Background: an optimization exercise with open tools, aiming at small area, a short achievable clock period and few clock cycles. Do not read the settings as production practice.
RTL that was checked went through simulation tests only; none was proved equivalent to the original.
No activity file was given, so power comes from the tool's default toggle rates.

// mxenc
module mxenc (
    input  wire         clk,
    input  wire         rst,           
    input  wire         in_valid,
    output wire         in_ready,
    input  wire [31:0]  in_data,       
    input  wire [3:0]   in_fmt,        
    input  wire [3:0]   in_ctl,        
    output reg          out_valid,
    input  wire         out_ready,
    output reg  [7:0]   out_scale,
    output wire [255:0] out_data,
    output reg  [3:0]   out_flags,     
    output reg          out_err        
);
    reg         in_ready_r;
    assign in_ready = in_ready_r;
    wire in_fire = in_valid && in_ready_r && !rst;
    reg [31:0] i0_d;
    reg [3:0]  i0_fmt, i0_ctl;
    reg        i0_v;
    always @(posedge clk) begin
        if (in_fire) begin
            i0_d   <= in_data;
            i0_fmt <= in_fmt;
            i0_ctl <= in_ctl;
        end
    end
    wire [17:0] c0;
    wire [4:0]  c0_lz;
    mx_src_pack u_pack (.x(i0_d), .p(c0), .lz(c0_lz));
    reg [5:0] i0_cfg;
    always @(*) begin
        i0_cfg[2:0] = 3'd0;
        i0_cfg[5]   = 1'b0;
        case (i0_fmt)
            4'h4: i0_cfg[2:0] = 3'd0;
            4'h5: i0_cfg[2:0] = 3'd1;
            4'h6: i0_cfg[2:0] = 3'd2;
            4'h7: i0_cfg[2:0] = 3'd3;
            4'h8: i0_cfg[2:0] = 3'd4;
            4'h9: i0_cfg[2:0] = 3'd5;
            default: i0_cfg[5] = 1'b1;
        endcase
        if (i0_ctl > 4'd3) i0_cfg[5] = 1'b1;
        if (i0_ctl[0] && !(i0_fmt == 4'h4 || i0_fmt == 4'h5)) i0_cfg[5] = 1'b1;
        i0_cfg[4] = i0_ctl[1];
        i0_cfg[3] = i0_ctl[0];
    end
    reg [4:0]  h;                   
    reg [17:0] ring [0:31];
    reg [4:0]  wcnt;                
    reg [4:0]  dcnt;                
    reg        wm;                  
    reg        dm;                  
    reg        dpend;               
    reg        pd;                  
    wire        stall;
    wire        stall_n;            
    wire        drain  = pd && !stall;
    wire        wr     = i0_v && wm && (!dpend || (wcnt < dcnt) || drain);
    wire [4:0]  h1     = h + 5'd1;
    wire        wlast  = wr && (wcnt == 5'd31);
    integer ri;
    always @(posedge clk) begin
        for (ri = 0; ri < 31; ri = ri + 1)
            ring[ri] <= ring[ri + 1];
        ring[31] <= wr ? c0 : ring[0];
    end
    wire [7:0] c0_e    = i0_d[30:23];
    wire       c0_norm = (c0_e != 8'h00) && (c0_e != 8'hFF);
  ...
Size: about 990 flip-flops, roughly 320 I/O pins, ~0.031 sq mm of cells after synthesis.
clock: 24.0 ns
lec_check: 0
cap_margin: 20
core_margin: 2
core_utilization: 55
cts_buf_list: sky130_fd_sc_hd__clkbuf_8
cts_cluster_diameter: 40
cts_cluster_size: 12
place_density: 0.65
slew_margin: 20
synth_hierarchical: 0
standard.sh (not shown) runs the stock make flow with config.mk's settings and CLKGATE_MAP_FILE= SYNTH_SCRIPT=/design/flow/synth_recipe.tcl, a recipe that flattens the netlist after the stock synthesis.
==> flow/flow/run.sh <==
#!/bin/bash
# The standard layout, with the port buffers built from plain buffers
# (buf_2) instead of the cell buffer_ports picks by itself.
set -euo pipefail
export BUFFER_PORTS_ARGS="-buffer_cell sky130_fd_sc_hd__buf_2"
bash standard.sh > standard.log 2>&1
Edit:
--- a/flow/design.v
+++ b/flow/design.v
@@ -1,10 +1,9 @@
 module mx_src_pack (
     input  wire [31:0] x,
-    output wire [17:0] p,
-    output wire [4:0]  lz       
+    output wire [17:0] p
 );
     wire [7:0]  e = x[30:23];
     wire [22:0] f = x[22:0];
     wire        e_max  = &e;
     wire        e_zero = ~|e;
     wire        f_zero = ~|f;
@@ -15,13 +14,13 @@
     wire        z4  = ~|s2[22:19];
     wire [22:0] s3  = z4 ? {s2[18:0], 4'b0} : s2;
     wire        z2  = ~|s3[22:21];
     wire [22:0] s4  = z2 ? {s3[20:0], 2'b0} : s3;
     wire        z1  = ~s4[22];
     wire [22:0] s5  = z1 ? {s4[21:0], 1'b0} : s4;
-    assign      lz  = {z16, z8, z4, z2, z1};
+    wire [4:0]  lz  = {z16, z8, z4, z2, z1};
     reg [8:0] xe;
     reg [7:0] fr;
     always @(*) begin
         if (e_max) begin
             xe = f_zero ? 9'h1FF : 9'h1FE;
             fr = {7'b0, ~f[22]};
@@ -39,13 +38,12 @@
     assign p = {x[31], xe, fr};
 endmodule
 module mx_enc_align (
     input  wire [17:0] p,
     input  wire [2:0]  fsel,
     input  wire [8:0]  kb,
-    input  wire [8:0]  kt,
     output wire        s,
     output wire [1:0]  cls,       
     output wire [7:0]  pre,
     output wire        g,
     output wire        st
 );
@@ -63,15 +61,16 @@
     wire [8:0] xe = p[16:8];
     wire [7:0] fr = p[7:0];
     assign s   = p[17];
     assign cls = (xe == 9'd0) ? 2'd1 : (xe[8:1] == 8'hFF) ? {1'b1, ~xe[0]} : 2'd0;
     wire [9:0] d    = {1'b0, xe} - {1'b0, kb};
     wire       dneg = d[9];
-    wire [9:0] tr   = {1'b0, kt} - {1'b0, xe};
-    wire [3:0] t    = !dneg ? (4'd8 - {1'b0, mb}) :
-                      (tr[9:4] != 6'd0 || tr[3:0] > 4'd10) ? 4'd10 : tr[3:0];
+    wire [3:0] dn   = 4'd0 - d[3:0];
+    wire [3:0] r    = !dneg ? 4'd0 : (d[9:3] != 7'h7F) ? 4'd8 : dn;
+    wire [4:0] t0   = {2'b0, 3'd0 - mb} + {1'b0, r};
+    wire [3:0] t    = (t0 > 5'd10) ? 4'd10 : t0[3:0];
     wire [18:0] w = {1'b1, fr, 10'b0} >> t;
     wire [7:0]  n = w[17:10];
     assign g  = w[9];
     assign st = |w[8:0];
     wire [4:0] eb1  = d[4:0] + 5'd1;
     wire [7:0] mask = ~(8'hFF << mb);
@@ -172,14 +171,13 @@
             i0_d   <= in_data;
             i0_fmt <= in_fmt;
             i0_ctl <= in_ctl;
         end
     end
     wire [17:0] c0;
-    wire [4:0]  c0_lz;
-    mx_src_pack u_pack (.x(i0_d), .p(c0), .lz(c0_lz));
+    mx_src_pack u_pack (.x(i0_d), .p(c0));
     reg [5:0] i0_cfg;
     always @(*) begin
         i0_cfg[2:0] = 3'd0;
         i0_cfg[5]   = 1'b0;
         case (i0_fmt)
             4'h4: i0_cfg[2:0] = 3'd0;
@@ -282,47 +280,36 @@
         endcase
     end
     wire [8:0] sc_raw   = {1'b0, lead_e_w} - {4'b0, b_emax};
     wire [7:0] b_scale  = (lead_e_w != 8'd0) ? (sc_raw[8] ? 8'd0 : sc_raw[7:0]) :
                           any_sub_w ? 8'd0 : 8'd127;
     wire [8:0] b_kb     = {1'b0, b_scale} + 9'd23 - {4'b0, b_memin};
-    reg  [3:0] b_mbc;               
-    always @(*) begin
-        case (b_fsel)
-            3'd0, 3'd3: b_mbc = 4'd5;
-            3'd1, 3'd2: b_mbc = 4'd6;
-            3'd4:       b_mbc = 4'd7;
-            default:    b_mbc = 4'd2;
-        endcase
-    end
-    wire [8:0] b_kt     = b_kb + {5'b0, b_mbc};
     wire       b_err    = cfg_blk[5];
     wire       b_nanblk = any_nan_w && (b_fsel != 3'd0) && (b_fsel != 3'd1);
     reg  [2:0] a_fsel;
     reg        a_rtz, a_naninf, a_err, a_nanblk, a_snan;
-    reg  [8:0] a_kb, a_kt;
+    reg  [8:0] a_kb;
     reg  [2:0] r_fsel;
     reg        r_rtz, r_naninf, r_zero;
     reg  [1:0] r_wsel;              
     always @(posedge clk) begin
         if (wlast) begin
             a_fsel   <= b_fsel;
             a_rtz    <= cfg_blk[4];
             a_naninf <= cfg_blk[3];
             a_err    <= b_err;
             a_nanblk <= b_nanblk;
             a_snan   <= any_snan_w;
             a_kb     <= b_kb;
-            a_kt     <= b_kt;
         end
     end
     wire       al_s, al_g, al_st;
     wire [1:0] al_cls;
     wire [7:0] al_pre;
     mx_enc_align u_align (
-        .p(ring[0]), .fsel(a_fsel), .kb(a_kb), .kt(a_kt),
+        .p(ring[0]), .fsel(a_fsel), .kb(a_kb),
         .s(al_s), .cls(al_cls), .pre(al_pre), .g(al_g), .st(al_st)
     );
     reg        d2_v;
     reg        d2_s, d2_g, d2_st;
     reg [1:0]  d2_cls;
     reg [7:0]  d2_pre;
After rerunning:
- The changed run went through all stages and came out clean
- critical path depth shrinks by 22
- register-to-register slack is better by 0.52 ns
- setup slack is better by 0.23 ns
- utilization hardly moves
- cell count is lower by 1.3%
- hold slack loses 0.014 ns
- area after synthesis came out lower by 1.6%
- sequential cell count drops by 9
- total power shrinks by 2.6%
- combinational power is lower by 22%
- die area goes down by about 1.6%
Testbench counts after the change, summed over its fixed seeds: cycles 12,568.
The RTL of the first run of this note was laid out without a check of its function.

========
== pepper ==
Another version of the RTL of mxenc (not shown whole).
Size in the first run: roughly 2100 cells after synthesis, roughly 980 flip-flops, roughly 320 I/O pins, roughly 0.030 sq mm of cells after synthesis.
Design mxenc, start of the top module:
module mxenc (
    input  wire         clk,
    input  wire         rst,           
    input  wire         in_valid,
    output wire         in_ready,
    input  wire [31:0]  in_data,       
    input  wire [3:0]   in_fmt,        
    input  wire [3:0]   in_ctl,        
    output reg          out_valid,
    input  wire         out_ready,
    output reg  [7:0]   out_scale,
    output wire [255:0] out_data,
    output reg  [3:0]   out_flags,     
    output reg          out_err        
);
    reg         in_ready_r;
    assign in_ready = in_ready_r;
    wire in_fire = in_valid && in_ready_r && !rst;
    reg [31:0] i0_d;
    reg [3:0]  i0_fmt, i0_ctl;
    reg        i0_v;
    always @(posedge clk) begin
        if (in_fire) begin
            i0_d   <= in_data;
            i0_fmt <= in_fmt;
            i0_ctl <= in_ctl;
        end
    end
    wire [17:0] c0;
    mx_src_pack u_pack (.x(i0_d), .p(c0));
    reg [5:0] i0_cfg;
    always @(*) begin
        i0_cfg[2:0] = 3'd0;
        i0_cfg[5]   = 1'b0;
        case (i0_fmt)
            4'h4: i0_cfg[2:0] = 3'd0;
            4'h5: i0_cfg[2:0] = 3'd1;
            4'h6: i0_cfg[2:0] = 3'd2;
            4'h7: i0_cfg[2:0] = 3'd3;
            4'h8: i0_cfg[2:0] = 3'd4;
            4'h9: i0_cfg[2:0] = 3'd5;
            default: i0_cfg[5] = 1'b1;
        endcase
        if (i0_ctl > 4'd3) i0_cfg[5] = 1'b1;
        if (i0_ctl[0] && !(i0_fmt == 4'h4 || i0_fmt == 4'h5)) i0_cfg[5] = 1'b1;
        i0_cfg[4] = i0_ctl[1];
        i0_cfg[3] = i0_ctl[0];
    end
    reg [4:0]  h;                   
    reg [17:0] ring [0:31];
    reg [4:0]  wcnt;                
    reg [4:0]  dcnt;                
    reg        wm;                  
    reg        dm;                  
    reg        dpend;               
    reg        pd;                  
    wire        stall;
    wire        stall_n;            
    wire        drain  = pd && !stall;
    wire        wr     = i0_v && wm && (!dpend || (wcnt < dcnt) || drain);
    wire [4:0]  h1     = h + 5'd1;
    wire        wlast  = wr && (wcnt == 5'd31);
    integer ri;
    always @(posedge clk) begin
        for (ri = 0; ri < 31; ri = ri + 1)
            ring[ri] <= ring[ri + 1];
  ...
==> flow/config.mk <==
export PLATFORM = sky130hd
export DESIGN_NAME = mxenc
export DESIGN_NICKNAME = mxenc
export VERILOG_FILES = /design/flow/design.v
export SDC_FILE = /design/flow/constraint.sdc
export NUM_CORES = 8
export LEC_CHECK = 0
export CAP_MARGIN = 20
export CORE_MARGIN = 2
export CORE_UTILIZATION = 55
export CTS_BUF_LIST = sky130_fd_sc_hd__clkbuf_8
export CTS_CLUSTER_DIAMETER = 50
export CTS_CLUSTER_SIZE = 16
export PLACE_DENSITY = 0.65
export SLEW_MARGIN = 20
export SYNTH_HIERARCHICAL = 0
==> flow/constraint.sdc <==
create_clock -name core_clock -period 24.0 [get_ports {clk}]
set_input_delay 4.8000 -clock core_clock [delete_from_list [all_inputs] [get_ports {clk}]]
set_output_delay 4.8000 -clock core_clock [all_outputs]
set_load 0.01 [all_outputs]
Scripts as last shown in full above: flow/flow/run.sh
The inputs of xenon differ from those of pepper as listed below.
diff --git a/flow/design.v b/flow/design.v
--- a/flow/design.v
+++ b/flow/design.v
@@ -232,47 +232,47 @@
     wire i0_v_n  = (i0_v && !wr) || in_fire;
     always @(posedge clk) begin
         if (rst) begin
             i0_v       <= 1'b0;
             in_ready_r <= 1'b1;
             h          <= 5'd31;
             wcnt       <= 5'd0;
             wm         <= 1'b0;
         end else begin
             i0_v <= i0_v_n;
             h    <= h1;
             wm   <= wm_n;
-            if (wr) wcnt <= h1;             
+            if (wr) wcnt <= wcnt + 5'd1;
             in_ready_r <= !i0_v_n || (wm_n && (!dpend_n || (dpend_n && dm_n && !stall_n)));
         end
         if (wr) begin
             lead_e   <= lead_e_w;
             any_sub  <= any_sub_w;
             any_nan  <= any_nan_w;
             any_snan <= any_snan_w;
             if (wfirst) cfg_blk <= i0_cfg;
         end
     end
     always @(posedge clk) begin
         if (rst) begin
             dpend <= 1'b0;
             dcnt  <= 5'd0;
             dm    <= 1'b0;
             pd    <= 1'b0;
         end else begin
             dpend <= dpend_n;
             dm    <= dm_n;
             pd    <= dpend_n && dm_n;
             if (wlast) dcnt <= 5'd0;
-            else if (drain) dcnt <= h1;     
+            else if (drain) dcnt <= dcnt + 5'd1;
         end
     end
     wire [2:0] b_fsel = cfg_blk[2:0];
     reg  [4:0] b_emax;
     reg  [4:0] b_memin;             
     always @(*) begin
         case (b_fsel)
             3'd0: begin b_emax = 5'd8;  b_memin = 5'd6;  end
             3'd1: begin b_emax = 5'd15; b_memin = 5'd14; end
             3'd2: begin b_emax = 5'd4;  b_memin = 5'd2;  end
             3'd3: begin b_emax = 5'd2;  b_memin = 5'd0;  end
             3'd4: begin b_emax = 5'd2;  b_memin = 5'd0;  end
--- outcome ---
Between pepper and xenon, the difference in compound-cell area share of the yosys netlist is negligible.
pepper → xenon: global-route usage now sits higher; post-synthesis sequential element count now sits at about the same level; part of the cycle the worst path needs now sits at about the same level.
Design area delta (pepper -> xenon): insignificant
xenon vs pepper — synthesized area rose about 0.4%.
Testbench counts of xenon, summed over its fixed seeds: cycles 12,568.
Only the layout flow was run in pepper; the RTL was not checked for function there.

[re-timing with driven ports]
The flow's constraints put no driver on any port. The routed layouts listed below were extracted and timed again, unchanged, in two steps.
Step 1 sets driving cells, clkbuf_16 on the clock port and buf_2 on the other inputs (assumed; they add their load-dependent delay and slew).
Step 2 adds t to the input delays and takes it off the output delays; t is the mean of the earliest and latest rising clock arrival at the registers after step 1. Input paths then give back, and output paths get back, about the clock's delay inside the block.
a / b / c = ideal / step 1 / step 2; a / b = the first two.
| run | shift t [ns] | setup WS [ns] | worst setup path after step 2 | latest minus earliest clock arrival (ns) | worst data-port slew with drivers (ns) |
|---|---|---|---|---|---|
| the first run of note 1 | 0.759 | 17.600 / 17.600 / 17.471 | input to register | 0.032 / 0.032 | 0.05 |
| the second run of note 1 | 0.769 | 17.828 / 17.768 / 17.510 | input to register | 0.040 / 0.040 | 0.05 |
| pepper | 0.726 | 17.824 / 17.770 / 17.541 | input to register | 0.038 / 0.039 | 0.05 |
| xenon | 0.734 | 17.854 / 17.797 / 17.516 | input to register | 0.040 / 0.040 | 0.05 |
After both steps every run listed still meets setup and hold. The setup slack of xenon, which loses most, moves by -0.057 ns with the drivers and by -0.338 ns with both steps.
